This design comes from an exercise in tuning for small area, a short achievable clock period and few clock cycles per item on the open sky130 flow, not from production work.
Function was checked by simulation only, so behaviour that the tests miss may differ from the original.

the reference run:
==> flow/design.v (excerpt) <==
module sha256_core (
    input  wire         clk,
    input  wire         rst,         
    input  wire         in_valid,
    output wire         in_ready,
    input  wire         first,       
    input  wire [511:0] block,
    output reg          out_valid,
    output wire [255:0] digest
);
    localparam [31:0] IV0 = 32'h6a09e667, IV1 = 32'hbb67ae85, IV2 = 32'h3c6ef372, IV3 = 32'ha54ff53a,
                      IV4 = 32'h510e527f, IV5 = 32'h9b05688c, IV6 = 32'h1f83d9ab, IV7 = 32'h5be0cd19;
    reg        busy;
    reg  [5:0] c;
    reg        cur_valid;    
    reg        pend;         
    reg        fill_ok;      
    reg        fr;           
    reg        frn;          
    reg        z0;           
    wire c_is62 = (c == 6'd62);
    wire c_is63 = (c == 6'd63);
    wire fill   = (c[5:4] == 2'b11);
    assign in_ready = busy & c_is63 & fill_ok;
    wire   acc      = in_valid & in_ready & ~rst;
    always @(posedge clk) begin
        if (rst) begin
            busy      <= 1'b0;
            c         <= 6'd48;
            cur_valid <= 1'b0;
            pend      <= 1'b0;
            fr        <= 1'b0;
            z0        <= 1'b0;
            out_valid <= 1'b0;
        end else begin
            out_valid <= z0 & cur_valid;
            z0        <= busy & c_is63;
            if (!busy) begin
                c <= 6'd48;
                if (in_valid) begin
                    busy      <= 1'b1;
                    c         <= 6'd49;
                    cur_valid <= 1'b0;
                    pend      <= 1'b0;
                end
            end else begin
  ...
Size: ~1100 flip-flops, ~56000 um^2 of cells after synthesis.
==> flow/config.mk <==
export PLATFORM = sky130hd
export DESIGN_NAME = sha256_core
export DESIGN_NICKNAME = sha256_core
export VERILOG_FILES = /design/flow/design.v
export SDC_FILE = /design/flow/constraint.sdc
export NUM_CORES = 4
export LEC_CHECK = 0
export CAP_MARGIN = 20
export CORE_MARGIN = 2
export CORE_UTILIZATION = 45
export CTS_BUF_LIST = sky130_fd_sc_hd__clkbuf_8
export PLACE_DENSITY = 0.65
export SETUP_SLACK_MARGIN = 4
export SLEW_MARGIN = 20
==> flow/constraint.sdc <==
create_clock -name core_clock -period 9.0 [get_ports {clk}]
set_input_delay 1.8000 -clock core_clock [delete_from_list [all_inputs] [get_ports {clk}]]
set_output_delay 1.8000 -clock core_clock [all_outputs]
set_load 0.01 [all_outputs]
standard.sh (not shown) runs the stock make flow with config.mk's settings and CLKGATE_MAP_FILE= SYNTH_SCRIPT=/design/flow/synth_recipe.tcl, a recipe that flattens the netlist after the stock synthesis.
==> flow/flow/run.sh <==
#!/bin/bash
set -e
export BUFFER_PORTS_ARGS="-buffer_cell sky130_fd_sc_hd__buf_1"
bash standard.sh > standard.log 2>&1
Testbench counts of the reference run, summed over its fixed seeds: cycles 82,064, items 1,280.
The following lists how the trial run was set up differently from the reference run:
- SETUP_SLACK_MARGIN: 4 -> 4.5
==> flow/flow/run.sh <==
#!/bin/bash
set -e
export BUFFER_PORTS_ARGS="-buffer_cell sky130_fd_sc_hd__buf_1"
bash standard.sh MATCH_CELL_FOOTPRINT=0 finish > standard.log 2>&1
==> results.txt <==
Looking at total of fill cells in the finished design, the trial run sits 331 below the reference run. Between the trial run and the reference run, the minimum hold slack does not differ in any meaningful way. Against the reference run, the trial run comes in 1.7 points higher on aggregate global-route resource usage. Measured against each other, the trial run and the reference run differ in cell area, the lower figure coming from the reference run. Looking at the trial run and the reference run, the cell area after placement is a wash. Looking at worst setup slack, the trial run sits above the reference run. The final cell count number comes out lower for the reference run vs the trial run.

---

## old
Another version of the RTL of sha256_core (not shown whole).
For scale: ~5,400 cells after synthesis, about 1,100 flip-flops, ~770 I/O pins, about 54,000 um2 of cells after synthesis.
Settings: LEC_CHECK=0, CAP_MARGIN=20, CORE_MARGIN=2, CORE_UTILIZATION=45, CTS_BUF_LIST=sky130_fd_sc_hd__clkbuf_8, CTS_CLUSTER_SIZE=20, PLACE_DENSITY=0.65, SETUP_SLACK_MARGIN=4, SLEW_MARGIN=20; clock period 9.0 ns.
==> flow/flow/run.sh <==
#!/bin/bash
set -e
export BUFFER_PORTS_ARGS="-buffer_cell sky130_fd_sc_hd__buf_1"
bash standard.sh MATCH_CELL_FOOTPRINT=0 finish > standard.log 2>&1
Testbench counts of old, summed over its fixed seeds: cycles 82,064, items 1,280.
Edits applied to the flow inputs when going from old to new:
# old
export LEC_CHECK = 0
export CAP_MARGIN = 20
export CORE_MARGIN = 2
export CORE_UTILIZATION = 45
export CTS_BUF_LIST = sky130_fd_sc_hd__clkbuf_8
export CTS_CLUSTER_SIZE = 20
export PLACE_DENSITY = 0.65
export SETUP_SLACK_MARGIN = 4
export SLEW_MARGIN = 20
create_clock -name core_clock -period 9.0 [get_ports {clk}]
# new
export LEC_CHECK = 0
export CAP_MARGIN = 20
export CORE_MARGIN = 2
export CORE_UTILIZATION = 50
export CTS_BUF_LIST = sky130_fd_sc_hd__clkbuf_8
export PLACE_DENSITY = 0.7
export SETUP_SLACK_MARGIN = 4
export SLEW_MARGIN = 20
create_clock -name core_clock -period 9.0 [get_ports {clk}]
### Flow results
- Changes observed in new relative to old: clock-pin slew of the registers on the worst-case setup and hold paths now sits at about the same level, clock buffer count picked up an extra 2, final clock period utilization by the worst path went up 0.25 points.
- Comparing old against new, there is no change at all in post-synthesis share of cell area spent on xor and xnor gates.
- DRC violation total after the first TritonRoute iteration (new vs. old) increases by more than 10%
- The layout-stage area growth over the synthesis result on new is in line with that on old.
- Post-synthesis async set-or-reset flop share delta (new -> old): insignificant
- Height of the chip (old / new): 1.05
- old → new: count of cells resized by post-cts repair went down by 12.

---

run 1:
sha256_core again, from the RTL that the note above started with.
## sha256_core
module sha256_core (
    input  wire         clk,
    input  wire         rst,         
    input  wire         in_valid,
    output wire         in_ready,
    input  wire         first,       
    input  wire [511:0] block,
    output reg          out_valid,
    output wire [255:0] digest
);
export LEC_CHECK = 0
export CAP_MARGIN = 20
export CORE_MARGIN = 2
export CORE_UTILIZATION = 45
export CTS_BUF_LIST = sky130_fd_sc_hd__clkbuf_16
export CTS_CLUSTER_DIAMETER = 80
export CTS_CLUSTER_SIZE = 24
export PLACE_DENSITY = 0.65
export SETUP_SLACK_MARGIN = 4
export SLEW_MARGIN = 20
create_clock -name core_clock -period 9.0 [get_ports {clk}]
Scripts as last shown in full above: flow/flow/run.sh
Testbench counts of run 1, summed over its fixed seeds: cycles 82,064, items 1,280.
[inputs] run 2 vs run 1
- CTS_CLUSTER_SIZE: 24 -> 14
- SETUP_SLACK_MARGIN: 4 -> 4.5
- CTS_BUF_LIST: sky130_fd_sc_hd__clkbuf_16 -> sky130_fd_sc_hd__clkbuf_8
- CTS_CLUSTER_DIAMETER: 80 -> 70
Notes after the runs:
- Run 2: full flow OK, the timing, DRC and antenna checks passed
- In the reports for run 1 and run 2, the smaller clock tree skew after final layout belongs to run 1.
- Between run 1 and run 2, the difference in multi-input combinational cell count is negligible.
- Diff run 1 -> run 2: post-route worst setup slack now sits higher; worst-case hold slack now sits higher; final design instance area without fill now sits higher; maximum frequency now sits higher; die area now sits at about the same level.
- Diff run 1 -> run 2: routed wire length saw a decrease; half-perimeter wire length after detailed placement saw a decrease.
Modified inputs, run 3 compared to run 2
- changing SETUP_SLACK_MARGIN from 4.5 to 4.25
--- outcome ---
Looking at count of TritonRoute iterations in the first routing pass, run 3 sits 5 above run 2.
Run 3 against run 2: footprint of the flip-flops and latches went down 0.30%, final instance area went down 1400 um^2, count of filler cells inserted in the layout went up 191, multi-input combinational area share went down 0.25 points, total setup buffers inserted after CTS went down 36.
Diff run 2 -> run 3: worst setup slack decreased by 0.089 ns relative to the old numbers, net count of the finished layout decreased by 0.79% relative to the old numbers, number of buffers outside the clock class in the layout decreased by 54 relative to the old numbers.
Final wirelength was lower in run 2 than in run 3.

==> what the ideal ports hide <==
No port has a modelled driver above. Below, the same layouts with a new extraction and two added sets of constraints.
Step 1, drivers: a clkbuf_16 drives clk and a buf_2 each remaining input, both assumed.
Step 2 times the ports against the registers' clock, not the clock port: input delays grow and output delays shrink by t, the midpoint of the rising clock arrivals with the driver on.
Three values: no drivers, after step 1, after step 2; two values: the first two.
| run | t, ns | setup slack, ns | clock arrival spread, ns | cell pins on the clock port's net |
|---|---|---|---|---|
| the reference run | 1.003 | 3.984 / 3.984 / 3.984 | 0.060 / 0.059 | 1 |
| the trial run | 1.025 | 4.128 / 4.128 / 4.128 | 0.066 / 0.066 | 1 |
| old | 0.967 | 4.083 / 4.083 / 4.083 | 0.070 / 0.070 | 1 |
| new | 0.925 | 4.060 / 4.060 / 4.060 | 0.054 / 0.055 | 1 |
| run 1 | 0.769 | 3.994 / 3.994 / 3.994 | 0.081 / 0.080 | 1 |
| run 2 | 0.879 | 4.321 / 4.321 / 4.321 | 0.095 / 0.095 | 1 |
| run 3 | 0.921 | 4.232 / 4.232 / 4.232 | 0.069 / 0.069 | 1 |
After both steps setup and hold are still met in every run listed.
